This is an optimization exercise on Yosys and OpenROAD, whose aim is small area, a short achievable clock period and few clock cycles per item, not a production implementation. The RTL was checked by simulation tests, not by an equivalence proof against the original design. No activity file was given, so power comes from the tool's default toggle rates.

==> flow/design.v <==
module coil_duty (
    input  wire        clk,
    input  wire        rst,           
    input  wire        in_valid,
    output wire        in_ready,
    input  wire [25:0] theta_s,       
    input  wire [23:0] dp,            
    input  wire [17:0] amp_s,         
    input  wire [17:0] amp_e,         
    input  wire [15:0] res_a,         
    input  wire [15:0] res_b,         
    input  wire [15:0] ind_a,         
    input  wire [15:0] ind_b,         
    input  wire [15:0] ke,            
    input  wire [7:0]  delta,         
    input  wire [1:0]  rate,          
    input  wire [15:0] vm,            
    input  wire [5:0]  dt,            
    input  wire [15:0] dtc_band,      
    input  wire [31:0] corr_a,        
    input  wire [31:0] corr_b,        
    output reg         out_valid,
    output reg  [15:0] duty_a,
    output reg  [15:0] duty_b,
    output reg         sat_a,
    output reg         sat_b,
    output reg  [18:0] iexp_a,
    output reg  [18:0] iexp_b
);
    localparam NUM_W = 75;
    localparam DEN_W = 42;
    localparam [5:0]
        ST_IDLE   = 6'd0,
        ST_OMEGA  = 6'd1,
        ST_OMEGA2 = 6'd2,
        ST_IS0    = 6'd3,
        ST_IS1    = 6'd4,
        ST_IS2    = 6'd5,
        ST_IE0    = 6'd6,
        ST_IE1    = 6'd7,
        ST_IE2    = 6'd8,
        ST_IM     = 6'd9,
        ST_RT     = 6'd10,
        ST_RT2    = 6'd11,
        ST_LT1    = 6'd12,
        ST_LT2    = 6'd13,
        ST_LT3    = 6'd14,
        ST_BT0    = 6'd15,
        ST_BT1    = 6'd16,
        ST_BT2    = 6'd17,
        ST_BT3    = 6'd18,
        ST_DT1    = 6'd19,
        ST_DT2    = 6'd20,
        ST_DT3    = 6'd21,
        ST_DT4    = 6'd22,
        ST_DT5    = 6'd23,
        ST_V      = 6'd24,
        ST_D1     = 6'd25,
        ST_D2     = 6'd26,
        ST_D3     = 6'd27,
        ST_DONE   = 6'd28,
        ST_LK1    = 6'd29,
        ST_LK2    = 6'd30,
        ST_LK3    = 6'd31,
        ST_DIV0   = 6'd32,
        ST_DIV1   = 6'd33;
    reg [5:0] state;
    reg [5:0] ret;           
    reg       coil;          
    reg [25:0] r_theta;
    reg [23:0] r_dp;
    reg [17:0] r_amp_s, r_amp_e;
    reg [15:0] r_res_a, r_res_b, r_ind_a, r_ind_b, r_ke;
    reg [7:0]  r_delta;
    reg [1:0]  r_rate;
    reg [15:0] r_vm;
    reg [5:0]  r_dt;
    reg [15:0] r_band;
    reg [31:0] r_corr_a, r_corr_b;
    reg [16:0] freq;
    always @* begin
        case (r_rate)
            2'd0: freq = 17'd40000;
            2'd1: freq = 17'd32000;
            2'd2: freq = 17'd25000;
            default: freq = 17'd20000;
        endcase
    end
    wire [15:0] vmx = (r_vm < 16'd8000) ? 16'd8000 : r_vm;
    wire        dp_neg  = r_dp[23];
    wire [23:0] dp_mag  = dp_neg ? (~r_dp + 24'd1) : r_dp;
    wire [23:0] dph_mag = (dp_mag + 24'd1) >> 1;
    wire [25:0] dp_half = dp_neg ? -{2'b00, dph_mag} : {2'b00, dph_mag};
    wire [25:0] sigma   = coil ? {10'd256, 16'd0} : 26'd0;
    wire [25:0] th_s    = r_theta;
    wire [25:0] th_e    = r_theta + {{2{r_dp[23]}}, r_dp};
    wire [25:0] th_m    = r_theta + dp_half;
    wire [25:0] th_bemf = th_m + sigma + {(10'd256 - {2'b00, r_delta}), 16'd0};
    reg signed [32:0] omega;         
    reg signed [18:0] is_r, ie_r;    
    reg signed [18:0] im_a, im_b;
    reg signed [31:0] t_r, t_l, t_b, t_d;   
    reg signed [34:0] v_r;
    reg [15:0]        duty_a_r, duty_b_r;    
    reg               sat_a_r, sat_b_r;
    reg signed [75:0] acc;
    reg [DEN_W-1:0]   den_r;
    wire signed [18:0] im_c   = coil ? im_b : im_a;
    wire signed [31:0] corr_c = coil ? r_corr_b : r_corr_a;
    reg [15:0] qtab [0:256];
    initial $readmemh("coil_qtable.hex", qtab);
    reg  [25:0] ang;
    reg  [15:0] q0, q1;
    reg  signed [24:0] s_val;
    wire [1:0]  ang_q  = ang[25:24];
    wire [24:0] ang_x  = ang_q[0] ? (25'h100_0000 - {1'b0, ang[23:0]}) : {1'b0, ang[23:0]};
    wire [8:0]  ang_i  = ang_x[24:16];
    wire [15:0] ang_f  = ang_x[15:0];
    wire [8:0]  ang_i1 = (ang_i == 9'd256) ? 9'd256 : ang_i + 9'd1;
    reg  [8:0]  rom_addr;
    wire [15:0] rom_q = qtab[rom_addr];
    wire [31:0] interp   = ang_f * (q1 - q0);
    wire [23:0] s_mag    = {q0, 8'd0} + ((interp + 32'd128) >> 8);
    wire signed [24:0] s_now = ang_q[1] ? -$signed({1'b0, s_mag}) : $signed({1'b0, s_mag});
    always @* begin
        rom_addr = (state == ST_LK2) ? ang_i1 : ang_i;
    end
    reg  signed [49:0] mx;
    reg  signed [25:0] my;
    wire signed [75:0] prod = mx * my;
    always @* begin
        mx = 50'sd0;
        my = 26'sd0;
        case (state)
            ST_OMEGA: begin mx = {{26{r_dp[23]}}, r_dp};        my = {9'd0, freq};         end
            ST_IS1:   begin mx = {32'd0, r_amp_s};              my = {s_val[24], s_val};   end
            ST_IE1:   begin mx = {32'd0, r_amp_e};              my = {s_val[24], s_val};   end
            ST_RT:    begin mx = {{31{im_c[18]}}, im_c};        my = {10'd0, coil ? r_res_b : r_res_a}; end
            ST_LT1:   begin mx = {{30{ie_r[18]}}, ie_r} - {{30{is_r[18]}}, is_r};
                            my = {10'd0, coil ? r_ind_b : r_ind_a}; end
            ST_LT2:   begin mx = acc[49:0];                     my = {9'd0, freq};         end
            ST_BT1:   begin mx = {{17{omega[32]}}, omega};      my = {10'd0, r_ke};        end
            ST_BT2:   begin mx = acc[49:0];                     my = {s_val[24], s_val};   end
            ST_DT1:   begin mx = {44'd0, r_dt};                 my = {9'd0, freq};         end
            ST_DT2:   begin mx = acc[49:0];                     my = {10'd0, vmx};         end
            ST_DT3:   begin mx = acc[49:0];                     my = {{7{im_c[18]}}, im_c}; end
            ST_DT4:   begin mx = 50'sd6400000;                  my = {10'd0, r_band};      end
            ST_D2:    begin mx = {34'd0, vmx};                  my = 26'sd1000;            end
            default:  ;
        endcase
    end
    reg  [NUM_W-1:0] dv_q;           
    reg  [DEN_W:0]   dv_rem;
    reg  [DEN_W:0]   dv_den;
    reg  [6:0]       dv_cnt;
    reg              dv_neg;
    wire [75:0]      acc_mag = acc[75] ? -acc : acc;
    wire [DEN_W:0]   dv_try  = {dv_rem[DEN_W-1:0], dv_q[NUM_W-1]};
    wire             dv_ge   = dv_try >= dv_den;
    wire             q_big   = |dv_q[NUM_W-1:31];
    wire [30:0]      q_mag31 = q_big ? 31'h7FFF_FFFF : dv_q[30:0];
    wire signed [31:0] q_s32 = dv_neg ? -$signed({1'b0, q_mag31}) : $signed({1'b0, q_mag31});
    wire             d_big   = |dv_q[NUM_W-1:15];
    wire [14:0]      d_mag   = d_big ? 15'h7FFF : dv_q[14:0];
    wire [15:0]      d_s16   = dv_neg ? -{1'b0, d_mag} : {1'b0, d_mag};
    wire [75:0] acc_r8  = (acc_mag + 76'd128) >> 8;
    wire [75:0] acc_r6  = (acc_mag + 76'd32) >> 6;
    wire signed [19:0] ise_sum = {is_r[18], is_r} + {ie_r[18], ie_r};
    wire [19:0] ise_mag = ise_sum[19] ? -ise_sum : ise_sum;
    wire [19:0] ise_h   = (ise_mag + 20'd1) >> 1;
    wire in_band = (r_band != 16'd0) &&
                   ({{2{1'b0}}, (im_c[18] ? -im_c : im_c)} < {r_band, 6'd0});
    assign in_ready = (state == ST_IDLE);
    always @(posedge clk) begin
        if (rst) begin
            state     <= ST_IDLE;
            ret       <= ST_IDLE;
            coil      <= 1'b0;
            out_valid <= 1'b0;
        end else begin
            out_valid <= 1'b0;
            case (state)
                ST_IDLE: if (in_valid) begin
                    r_theta  <= theta_s;
                    r_dp     <= dp;
                    r_amp_s  <= amp_s;
                    r_amp_e  <= amp_e;
                    r_res_a  <= res_a;
                    r_res_b  <= res_b;
                    r_ind_a  <= ind_a;
                    r_ind_b  <= ind_b;
                    r_ke     <= ke;
                    r_delta  <= delta;
                    r_rate   <= rate;
                    r_vm     <= vm;
                    r_dt     <= dt;
                    r_band   <= dtc_band;
                    r_corr_a <= corr_a;
                    r_corr_b <= corr_b;
                    coil     <= 1'b0;
                    state    <= ST_OMEGA;
                end
                ST_OMEGA: begin
                    acc   <= prod;
                    state <= ST_OMEGA2;
                end
                ST_OMEGA2: begin
                    omega <= acc[75] ? -$signed(acc_r8[32:0]) : $signed(acc_r8[32:0]);
                    state <= ST_IS0;
                end
                ST_IS0: begin
                    ang   <= th_s + sigma;
                    ret   <= ST_IS1;
                    state <= ST_LK1;
                end
                ST_IS1: begin
                    acc   <= prod;
                    den_r <= 42'd16776960;           
                    ret   <= ST_IS2;
                    state <= ST_DIV0;
                end
                ST_IS2: begin
                    is_r  <= q_s32[18:0];
                    state <= ST_IE0;
                end
                ST_IE0: begin
                    ang   <= th_e + sigma;
                    ret   <= ST_IE1;
                    state <= ST_LK1;
                end
                ST_IE1: begin
                    acc   <= prod;
                    den_r <= 42'd16776960;
                    ret   <= ST_IE2;
                    state <= ST_DIV0;
                end
                ST_IE2: begin
                    ie_r  <= q_s32[18:0];
                    state <= ST_IM;
                end
                ST_IM: begin
                    if (coil)
                        im_b <= ise_sum[19] ? -ise_h[18:0] : ise_h[18:0];
                    else
                        im_a <= ise_sum[19] ? -ise_h[18:0] : ise_h[18:0];
                    state <= ST_RT;
                end
                ST_RT: begin
                    acc   <= prod;
                    state <= ST_RT2;
                end
                ST_RT2: begin
                    t_r   <= acc[75] ? -$signed(acc_r6[31:0]) : $signed(acc_r6[31:0]);
                    state <= ST_LT1;
                end
                ST_LT1: begin
                    acc   <= prod;
                    state <= ST_LT2;
                end
                ST_LT2: begin
                    acc   <= prod;
                    den_r <= 42'd64000;
                    ret   <= ST_LT3;
                    state <= ST_DIV0;
                end
                ST_LT3: begin
                    t_l   <= q_s32;
                    state <= ST_BT0;
                end
                ST_BT0: begin
                    ang   <= th_bemf;
                    ret   <= ST_BT1;
                    state <= ST_LK1;
                end
                ST_BT1: begin
                    acc   <= prod;
                    state <= ST_BT2;
                end
                ST_BT2: begin
                    acc   <= prod;
                    den_r <= 42'd1099494850560;      
                    ret   <= ST_BT3;
                    state <= ST_DIV0;
                end
                ST_BT3: begin
                    t_b   <= q_s32;
                    state <= ST_DT1;
                end
                ST_DT1: begin
                    acc   <= prod;
                    state <= ST_DT2;
                end
                ST_DT2: begin
                    acc   <= prod;
                    state <= ST_DT3;
                end
                ST_DT3: begin
                    if (in_band) begin
                        acc   <= prod;
                        state <= ST_DT4;
                    end else begin
                        if (im_c == 19'sd0)
                            acc <= 76'sd0;
                        else if (im_c[18])
                            acc <= -acc;
                        den_r <= 42'd100000;
                        ret   <= ST_DT5;
                        state <= ST_DIV0;
                    end
                end
                ST_DT4: begin
                    den_r <= prod[DEN_W-1:0];        
                    ret   <= ST_DT5;
                    state <= ST_DIV0;
                end
                ST_DT5: begin
                    t_d   <= q_s32;
                    state <= ST_V;
                end
                ST_V: begin
                    v_r   <= {{3{t_r[31]}}, t_r} + {{3{t_l[31]}}, t_l} + {{3{t_b[31]}}, t_b}
                           + {{3{t_d[31]}}, t_d} + {{3{corr_c[31]}}, corr_c};
                    state <= ST_D1;
                end
                ST_D1: begin
                    acc   <= {{26{v_r[34]}}, v_r, 15'd0};
                    state <= ST_D2;
                end
                ST_D2: begin
                    den_r <= prod[DEN_W-1:0];
                    ret   <= ST_D3;
                    state <= ST_DIV0;
                end
                ST_D3: begin
                    if (coil) begin
                        duty_b_r <= d_s16;
                        sat_b_r  <= d_big;
                        state    <= ST_DONE;
                    end else begin
                        duty_a_r <= d_s16;
                        sat_a_r  <= d_big;
                        coil   <= 1'b1;
                        state  <= ST_IS0;
                    end
                end
                ST_DONE: begin
                    duty_a    <= duty_a_r;
                    sat_a     <= sat_a_r;
                    duty_b    <= duty_b_r;
                    sat_b     <= sat_b_r;
                    iexp_a    <= im_a;
                    iexp_b    <= im_b;
                    out_valid <= 1'b1;
                    state     <= ST_IDLE;
                end
                ST_LK1: begin
                    q0    <= rom_q;
                    state <= ST_LK2;
                end
                ST_LK2: begin
                    q1    <= rom_q;
                    state <= ST_LK3;
                end
                ST_LK3: begin
                    s_val <= s_now;
                    state <= ret;
                end
                ST_DIV0: begin
                    dv_q   <= {acc_mag[NUM_W-2:0], 1'b0} + {{(NUM_W-DEN_W){1'b0}}, den_r};
                    dv_den <= {den_r, 1'b0};
                    dv_rem <= {(DEN_W+1){1'b0}};
                    dv_neg <= acc[75];
                    dv_cnt <= NUM_W[6:0];
                    state  <= ST_DIV1;
                end
                ST_DIV1: begin
                    dv_rem <= dv_ge ? (dv_try - dv_den) : dv_try;
                    dv_q   <= {dv_q[NUM_W-2:0], dv_ge};
                    dv_cnt <= dv_cnt - 7'd1;
                    if (dv_cnt == 7'd1)
                        state <= ret;
                end
                default: state <= ST_IDLE;
            endcase
        end
    end
endmodule
==> flow/coil_qtable.hex <==
0000
0192
0324
04b6
0648
07da
096c
0afe
0c90
0e21
0fb3
1144
12d5
1466
15f7
1787
1918
1aa8
1c37
1dc7
1f56
20e5
2274
2402
2590
271e
28ab
2a38
2bc4
2d50
2edc
3067
31f1
337b
3505
368e
3817
399f
3b26
3cad
3e34
3fb9
413f
42c3
4447
45ca
474d
48cf
4a50
4bd0
4d50
4ecf
504d
51cb
5347
54c3
563e
57b8
5932
5aaa
5c22
5d98
5f0e
6083
61f7
636a
64dc
664d
67bd
692d
6a9b
6c08
6d74
6edf
7049
71b2
7319
7480
75e5
774a
78ad
7a0f
7b70
7cd0
7e2e
7f8b
80e7
8242
839c
84f4
864b
87a1
88f5
8a48
8b9a
8cea
8e39
8f87
90d3
921e
9368
94b0
95f6
973b
987f
99c1
9b02
9c41
9d7f
9ebb
9ff6
a12f
a267
a39d
a4d2
a604
a736
a865
a993
aac0
abeb
ad14
ae3b
af61
b085
b1a7
b2c8
b3e7
b504
b620
b739
b851
b968
ba7c
bb8e
bc9f
bdae
bebb
bfc7
c0d0
c1d8
c2dd
c3e1
c4e3
c5e3
c6e1
c7de
c8d8
c9d0
cac7
cbbb
ccae
cd9e
ce8d
cf79
d064
d14c
d233
d317
d3fa
d4da
d5b9
d695
d76f
d847
d91e
d9f2
dac3
db93
dc61
dd2c
ddf6
debd
df82
e045
e106
e1c5
e281
e33b
e3f4
e4a9
e55d
e60f
e6be
e76b
e816
e8be
e965
ea09
eaab
eb4a
ebe7
ec82
ed1b
edb2
ee46
eed8
ef67
eff5
f07f
f108
f18e
f212
f294
f313
f390
f40b
f483
f4f9
f56d
f5de
f64d
f6b9
f723
f78b
f7f0
f853
f8b4
f912
f96d
f9c7
fa1e
fa72
fac4
fb14
fb61
fbac
fbf4
fc3a
fc7e
fcbf
fcfd
fd3a
fd73
fdab
fde0
fe12
fe42
fe70
fe9b
fec3
feea
ff0d
ff2f
ff4d
ff6a
ff84
ff9b
ffb0
ffc3
ffd3
ffe0
ffeb
fff4
fffa
fffe
ffff
==> flow/run.sh <==
#!/bin/bash
# synth_recipe.tcl (not shown) runs the flow's synth.tcl, then flattens the netlist and writes it again
# the make line also repeats each setting of config.mk as NAME=value (left out here)
make -C /OpenROAD-flow-scripts/flow DESIGN_CONFIG=/design/flow/config.mk WORK_HOME=/design/flow/orfs CLKGATE_MAP_FILE= SYNTH_SCRIPT=/design/flow/synth_recipe.tcl finish
==> flow/config.mk <==
export PLATFORM = sky130hd
export DESIGN_NAME = coil_duty
export DESIGN_NICKNAME = coil_duty
export VERILOG_FILES = /design/flow/design.v
export SDC_FILE = /design/flow/constraint.sdc
export NUM_CORES = 4
export LEC_CHECK = 0
export CAP_MARGIN = 20
export CORE_MARGIN = 2
export CORE_UTILIZATION = 40
export SLEW_MARGIN = 20
export SYNTH_MEMORY_MAX_BITS = 8192
==> flow/constraint.sdc <==
create_clock -name core_clock -period 14.0 [get_ports {clk}]
set_input_delay 2.8000 -clock core_clock [delete_from_list [all_inputs] [get_ports {clk}]]
set_output_delay 2.8000 -clock core_clock [all_outputs]
set_load 0.01 [all_outputs]
==> flow_summary.ini <==
[grt]
antenna_found_initial = 21
overflow = 0
grt_pass1_wl_um = 626600
grt_usage_pct = 26.94
grt_max_degree = 123
grt_pass1_vias = 96350

[route]
wirelength_um = 414600
drt_first_pass_iters = 9
post-route-drc-count = 0
vias = 96760
drt_iter0_drc = 10610
via_per_inst = 5.678
drt-wirelength-per-cell_um = 24.33
route.antenna.remaining_nets = 0

[logic_synthesis]
ys_warn_count = 1
synth_commonest_cells = inv_1, fa_1, nand2_1
synth_fa_ha_area_share_pct = 33.94
synth-async-reset-ratio_pct = 0
muxShareOfSynthArea_pct = 0.9578
synth_cell_types = 99
synth_seq_area_share_pct = 25.44
synth_top_family_by_area = adder cells
ys_ff_latch = 1037
yosysTopAreaCell = fa_1
synthTopCellsByArea = fa_1, edfxtp_1, ha_1
netlist_instances = 12840
synthMostInstantiatedCell = inv_1
synth_simple_gate_area_share_pct = 14.47
synth_edf_count = 1024
synth-compound-area-share_pct = 11.78
synthXorXnorAreaFrac_pct = 5.756
ys.flop_type = edfxtp_1
post_synth_instance_area_mm2 = 0.1219
syn_nets = 15420
synth_top_area_share_pct = 27.48
avgSynthCellArea_um2 = 9.492

[floorplanning]
core_mm2 = 0.3030
die_x_um = 556
io_pins = 355
initial_core_util_pct = 40.22
rows = 202
die_y_um = 556
die_area_mm2 = 0.3091

[clock_network]
clock_latency_ns = 0.83
cts-hold-fix-buffers = 0
cts_tree = yes
clock-sinks = 1037
path_clk_slew_ns = 0.07
cts-resized-gates = 0
cts_setup_buffers = 0
cts.path.max_buffers = 3
tritoncts.num_buffers = 116
htreeDepth = 3
clockRootBuffer = clkbuf_16

[critical_path]
worst-path-max-fanout = 16
r2r-end = acc[74]
end_kind = flop
cp_data_required_time_ns = 14.46
arrival_ns = 13.74
critPathMostFrequentCell = fa_1
slowest_delay_ns = 0.77
r2r-start = ie_r[2]
start_kind = flop
slowest_stage = o21ai_2
r2r_setup_slack_ns = 0.72
path_class = reg2reg
r2r_cells = 42

[sta]
slew_violations = 0
tightest_slew_ns = 1.264
fin_crit_ns = 13.28
post-route-period-util_pct = 94.86
rsz0062_at_grt = false
fmax_mhz = 75.30
timing.hold.ws_ns = 0.4112
skew_ns = 0.08851
setup_tns_ns = 0
finalSetupViolCount = 0
relSlewSlack_pct = 15.41
hold_violations = 0

[hold_path]
hp-class = reg2reg
hp-start = duty_b_r[9]
worstHoldEndpoint = duty_b[9]
hold_depth = 0

[power]
irDropWorstVdd_mv = 0.2418
p_leak_nw = 57.00
p_per_area_mw_per_mm2 = 110.8
total_power_w = 0.01491

[cells_and_area]
fin_nets = 15530
layout.cells.non_filler = 17040
fin_area_mm2 = 0.1345
drive_gt1_share_pct = 5.327
syn_to_final_growth_pct = 10.37
fillers = 29200

[placed_design]
place_area_mm2 = 0.1306
place_congestion = 0.9819
dp_cells = 16810
hpwl_um = 331000
port_buffers = 354

[run_status]
status = timing/DRC/antenna clean

[run]
cap_violations = 0
[state kept, by name, indices dropped and copies added, names as in the netlist, 33 cells and up]
name / flops
acc: 76
den_r: 42
dv_den: 42
dv_q: 75
dv_rem: 42
omega: 33
v_r: 35
[power by group]
part           total (W)  switching [W]  internal (W)  leakage, nW
registers        0.00395       0.000169       0.00379         9.41
clock network    0.00314        0.00138       0.00176         1.86
logic            0.00781        0.00484       0.00297         45.7
total             0.0149        0.00639       0.00852         57.0
[how the worst max path moves through the flow]
stage | startpoint | end | slack [ns] | cells after the start
global route | is_r[1] | acc[74] | 0.04 | 42
global placement | is_r[1] | acc[74] | 1.08 | 42
detailed placement | ie_r[2] | acc[74] | 0.91 | 43
floorplan | coil | acc[0] | 1.28 | 20
CTS | ie_r[2] | acc[74] | 0.81 | 43
finish | ie_r[2] | acc[74] | 0.72 | 42
[stage by stage]
stage | setup WS (ns) | utilization, %
after floorplan | 1.283 | -
after global placement | 1.078 | 43.09
after detailed placement | 0.9058 | 43.10
after CTS | 0.8108 | 44.37
after global routing | 0.04341 | 44.39
final | 0.7199 | 44.39
[layout make-up]
class / instances / area, µm² / share of cell area [%]
Clock buffer: 135 / 2974 / 2.211
Antenna cell: 17 / 42.54 / 0.03162
Clock inverter: 83 / 888.4 / 0.6604
Tap cell: 3978 / 4977 / 3.700
Timing Repair Buffer: 636 / 5699 / 4.236
Sequential cell: 1037 / 31010 / 23.05
Inverter: 1829 / 6867 / 5.104
Multi-Input combinational cell: 9326 / 82070 / 61.00
[cell usage in the layout, fill, tap and decap left out, drive strengths merged, types with 35 or more instances in the layout]
| cell | count |
|---|---|
| nor2b | 131 |
| a31oi | 104 |
| mux2 | 50 |
| and3 | 72 |
| edfxtp | 1024 |
| clkbuf | 135 |
| inv | 1832 |
| nor4 | 92 |
| a21oi | 573 |
| xor2 | 272 |
| or2 | 69 |
| o221ai | 62 |
| clkinv | 57 |
| o22ai | 36 |
| xnor2 | 529 |
| o211ai | 60 |
| a22oi | 57 |
| clkdlybuf4s50 | 354 |
| a221oi | 50 |
| nand2 | 1646 |
| a221o | 43 |
| mux2i | 60 |
| ha | 629 |
| a21o | 190 |
| o31ai | 70 |
| and2 | 111 |
| fa | 1673 |
| or3 | 103 |
| nand4 | 65 |
| or4 | 35 |
| buf | 282 |
| a211oi | 53 |
| o21bai | 45 |
| nor3 | 208 |
| nand3 | 199 |
| nand2b | 108 |
| o21ai | 546 |
| o21a | 50 |
| nor2 | 958 |
[cells by family (layout without fill, tap and decap cells)]
logic type               after synthesis  after routing
AND/OR/NAND/NOR                     3892           3892
buffers and inverters               2478           2683
adder cells (fa/ha/maj)             2302           2302
AO/OA/AOI/OAI                       2220           2220
flip-flops                          1037           1037
XOR/XNOR                             801            801
multiplexers                         110            110
other                                  1             18
[layer usage]
layer  share of wire, %  global-route usage, %  vias up
met2                 44                  41.25     4528
li1                   -                      -    42870
met3                 10                  5.949      698
met1                 42                  37.31    48650
met5              0.022                      0        -
met4                4.2                  9.823       14
[critical path: cells and delay by family, from the launching register on]
kind	cells	cell delay (ns)
AOI/OAI and AO/OA	20	5.97
adders and majority gates	9	4.34
and+or+nand+nor	6	1.53
buffers and inverters	6	0.48
DFF	1	0.40
xor gates and xnor gates	1	0.17
Testbench counts, summed over its fixed seeds: cycles 314,278, items 320.

## what the ideal ports hide
How much do the figures lean on ideal ports? The routed layout below was timed once more, with nothing changed but the port constraints.
Step 1 assumes that a clkbuf_16 drives the clock port and a buf_2 every other input.
Step 2 adds t to the input delays and takes it off the output delays; t is the mean of the earliest and latest rising clock arrival at the registers after step 1. Input paths then give back, and output paths get back, about the clock's delay inside the block.
Slacks: ideal ports / drivers / drivers and shift; pairs: ideal ports / drivers.
t, ns: 0.887
setup slack, ns: 0.720 / 0.720 / 0.720
slew at the worst register clock pin (ns): 0.07 / 0.07
pins driven straight from the clock port: 1
After both steps setup and hold are still met in this run. The setup slack of this run moves by 0.000 ns with the drivers and by 0.000 ns with both steps.
